Background: an optimization exercise with open tools, aiming at small area, a short achievable clock period and few clock cycles per item. Do not read the settings as production practice. Only simulation tests tie the RTL to the original design; equivalence was not proved.

Design comp_core, start of the top module:
module comp_core (
    input  wire        clk,
    input  wire        rst,           
    input  wire        smp_valid,
    input  wire [9:0]  smp_code,
    input  wire        preset,
    input  wire [23:0] preset_duty,
    input  wire        start,
    output wire        ready,
    output reg         done,
    output wire [23:0] duty,
    output wire [18:0] cmp,
    input  wire [1:0]  wavg,
    input  wire [19:0] b0,
    input  wire [19:0] b1,
    input  wire [19:0] b2,
    input  wire [19:0] c1,
    input  wire [19:0] c2,
    input  wire [3:0]  gshift,
    input  wire [15:0] dmax,
    input  wire [25:0] d_ff,
    input  wire [11:0] top,
    input  wire [8:0]  trim
);
    localparam [3:0] S_IDLE = 4'd0, S_P1 = 4'd1, S_P2 = 4'd2, S_P3 = 4'd3,
                     S_PC1 = 4'd4, S_PC2 = 4'd5, S_PT = 4'd6,
                     S_FU1 = 4'd7, S_FU2 = 4'd8, S_FV1 = 4'd9, S_FUC = 4'd10,
                     S_CK = 4'd11, S_FV2 = 4'd12;
    localparam signed [26:0] V_MAX = 27'sh3FFFFFF;
    localparam signed [26:0] V_MIN = -27'sh4000000;
    reg [3:0] state;
    reg       byp;          
    reg       corr_r;       
    reg       clo_r;        
    reg       d0_r;         
    reg [9:0] hist [0:7];
    reg [9:0] smp_p;
    reg       smp_pv;
    reg [3:0] wsel_r;       
    reg signed [29:0] u;
    reg signed [26:0] v1, v2;
    reg signed [9:0]  e1, e2;
    reg signed [27:0] opa;
    reg        [9:0]  bn_r, bo_r, bt_r;    
    reg        [47:0] acc;
    reg        [15:0] dmax_r;
    reg signed [25:0] dff_r;
    reg        [14:0] top5_r;             
    reg signed [8:0]  trim_r;
    assign ready = (state == S_IDLE);
    assign duty  = opa[23:0];
    wire       wn2 = ~wsel_r[0];
    wire       wn4 = wsel_r[2] | wsel_r[3];
    wire       wn8 = wsel_r[3];
    wire [9:0] hg1 = wn2 ? hist[1] : 10'd0;
    wire [9:0] hg2 = wn4 ? hist[2] : 10'd0;
    wire [9:0] hg3 = wn4 ? hist[3] : 10'd0;
    wire [9:0] hg4 = wn8 ? hist[4] : 10'd0;
    wire [9:0] hg5 = wn8 ? hist[5] : 10'd0;
    wire [9:0] hg6 = wn8 ? hist[6] : 10'd0;
    wire [9:0] hg7 = wn8 ? hist[7] : 10'd0;
    wire [2:0] hrnd = wsel_r[3:1];
    wire ms0 = hist[0][0] ^ hg1[0] ^ hg2[0];
  ...
clock: 19.0 ns
lec_check: 0
cap_margin: 20
core_margin: 2
core_utilization: 40
slew_margin: 20
standard.sh (not shown) runs the stock make flow with config.mk's settings and CLKGATE_MAP_FILE= SYNTH_SCRIPT=/design/flow/synth_recipe.tcl, a recipe that flattens the netlist after the stock synthesis.
==> flow/flow/run.sh <==
#!/bin/bash
# Standard synthesis, then the standard flow's own layout with a larger setup repair
# margin (aimed at the worst path only), so that timing repair works toward
# a shorter period than the clock, the smallest buffer on the ports, and a
# denser placement.
set -euo pipefail
bash standard.sh synth > synth.log 2>&1
bash standard.sh SETUP_SLACK_MARGIN=14 TNS_END_PERCENT=0 \
    'BUFFER_PORTS_ARGS=-buffer_cell sky130_fd_sc_hd__buf_1' \
    CORE_UTILIZATION=60 PLACE_DENSITY=0.8 finish > layout.log 2>&1
Testbench counts at the start, summed over its fixed seeds: cycles 22,650, items 3,200.
Change:
--- a/flow/design.v
+++ b/flow/design.v
@@ -24,36 +24,39 @@
 );
     localparam [3:0] S_IDLE = 4'd0, S_P1 = 4'd1, S_P2 = 4'd2, S_P3 = 4'd3,
                      S_PC1 = 4'd4, S_PC2 = 4'd5, S_PT = 4'd6,
                      S_FU1 = 4'd7, S_FU2 = 4'd8, S_FV1 = 4'd9, S_FUC = 4'd10,
                      S_CK = 4'd11, S_FV2 = 4'd12;
     localparam signed [26:0] V_MAX = 27'sh3FFFFFF;
     localparam signed [26:0] V_MIN = -27'sh4000000;
     reg [3:0] state;
     reg       byp;          
+    reg       ld_cpa;       
+    reg       ld_max;       
     reg       corr_r;       
     reg       clo_r;        
     reg       d0_r;         
     reg [9:0] hist [0:7];
     reg [9:0] smp_p;
     reg       smp_pv;
     reg [3:0] wsel_r;       
     reg signed [29:0] u;
     reg signed [26:0] v1, v2;
     reg signed [9:0]  e1, e2;
     reg signed [27:0] opa;
     reg        [9:0]  bn_r, bo_r, bt_r;    
     reg        [47:0] acc;
     reg        [15:0] dmax_r;
     reg signed [25:0] dff_r;
     reg        [14:0] top5_r;             
     reg signed [8:0]  trim_r;
-    assign ready = (state == S_IDLE);
+    reg    ready_r;
+    assign ready = ready_r;
     assign duty  = opa[23:0];
     wire       wn2 = ~wsel_r[0];
     wire       wn4 = wsel_r[2] | wsel_r[3];
     wire       wn8 = wsel_r[3];
     wire [9:0] hg1 = wn2 ? hist[1] : 10'd0;
     wire [9:0] hg2 = wn4 ? hist[2] : 10'd0;
     wire [9:0] hg3 = wn4 ? hist[3] : 10'd0;
     wire [9:0] hg4 = wn8 ? hist[4] : 10'd0;
     wire [9:0] hg5 = wn8 ? hist[5] : 10'd0;
@@ -1363,26 +1366,29 @@
     integer i;
     always @(posedge clk) begin
         dmax_r <= dmax;
         dff_r  <= d_ff;
         top5_r <= top5;
         trim_r <= trim;
         wsel_r <= 4'b0001 << wavg;
         acc    <= mac_sum;
         {bn_r, bo_r, bt_r} <= benc(b_next, b_neg);
-        opa    <= (state == S_P3) | (state == S_PC1) ? mac_sum[45:18] :
-                  (state == S_PC2) ? (mac_sum[45:18] & {28{~mac_sum[47]}}) : a_next;
+        opa    <= ld_cpa ? mac_sum[45:18] :
+                  ld_max ? (mac_sum[45:18] & {28{~mac_sum[47]}}) : a_next;
         cz_r   <= (state == S_CK) ? cz_ck : d_zero;
         thi_r  <= (state == S_CK) & th_ck;
         state  <= nstate;
         ms     <= ms_next;
         pu     <= pu_next;
         byp    <= byp_next;
+        ld_cpa <= (nstate == S_P3) | (nstate == S_PC1);
+        ld_max <= (nstate == S_PC2);
+        ready_r <= (nstate == S_IDLE);
         if (rst) begin
             done  <= 1'b0;
             u     <= 30'sd0;
             v1    <= 27'sd0;
             v2    <= 27'sd0;
             e1    <= 10'sd0;
             e2    <= 10'sd0;
             for (i = 0; i < 8; i = i + 1)
                 hist[i] <= 10'd512;
Outcome:
- worst hold slack degrades by 0.025 ns
- via count falls by 3.1%
- core utilization falls by 0.66 points
- register-to-register slack degrades by 0.03 ns
- worst setup slack degrades by 0.032 ns
- die area falls by 0.36%
- critical path depth falls by 2
- final area falls by 1.1%
- sequential cell count rises by 2
Testbench counts after the change, summed over its fixed seeds: cycles 22,650, items 3,200.

==> re-timing with driven ports <==
The flow's constraints put no driver on any port. The routed layouts listed below were extracted and timed again, unchanged, in two steps.
Step 1: set_driving_cell puts a clkbuf_16 on clk and a buf_2 on each other input, an assumption about the parent block.
Step 2 moves the port delays by t, midway between the first and last clock arrival at a register: inputs arrive t later, outputs are due t later. That takes back most of the time a late clock gives input paths.
Three values: ideal ports, drivers, drivers and shift; two values: the first two.
run	t, ns	setup slack, ns	worst setup path at the end
the first run	0.699	12.110 / 12.110 / 11.743	input to register
the second run	0.702	12.078 / 12.078 / 11.760	input to register
After both steps every run listed still meets setup and hold. The setup slack of the first run, which loses most, moves by 0.000 ns with the drivers and by -0.367 ns with both steps.
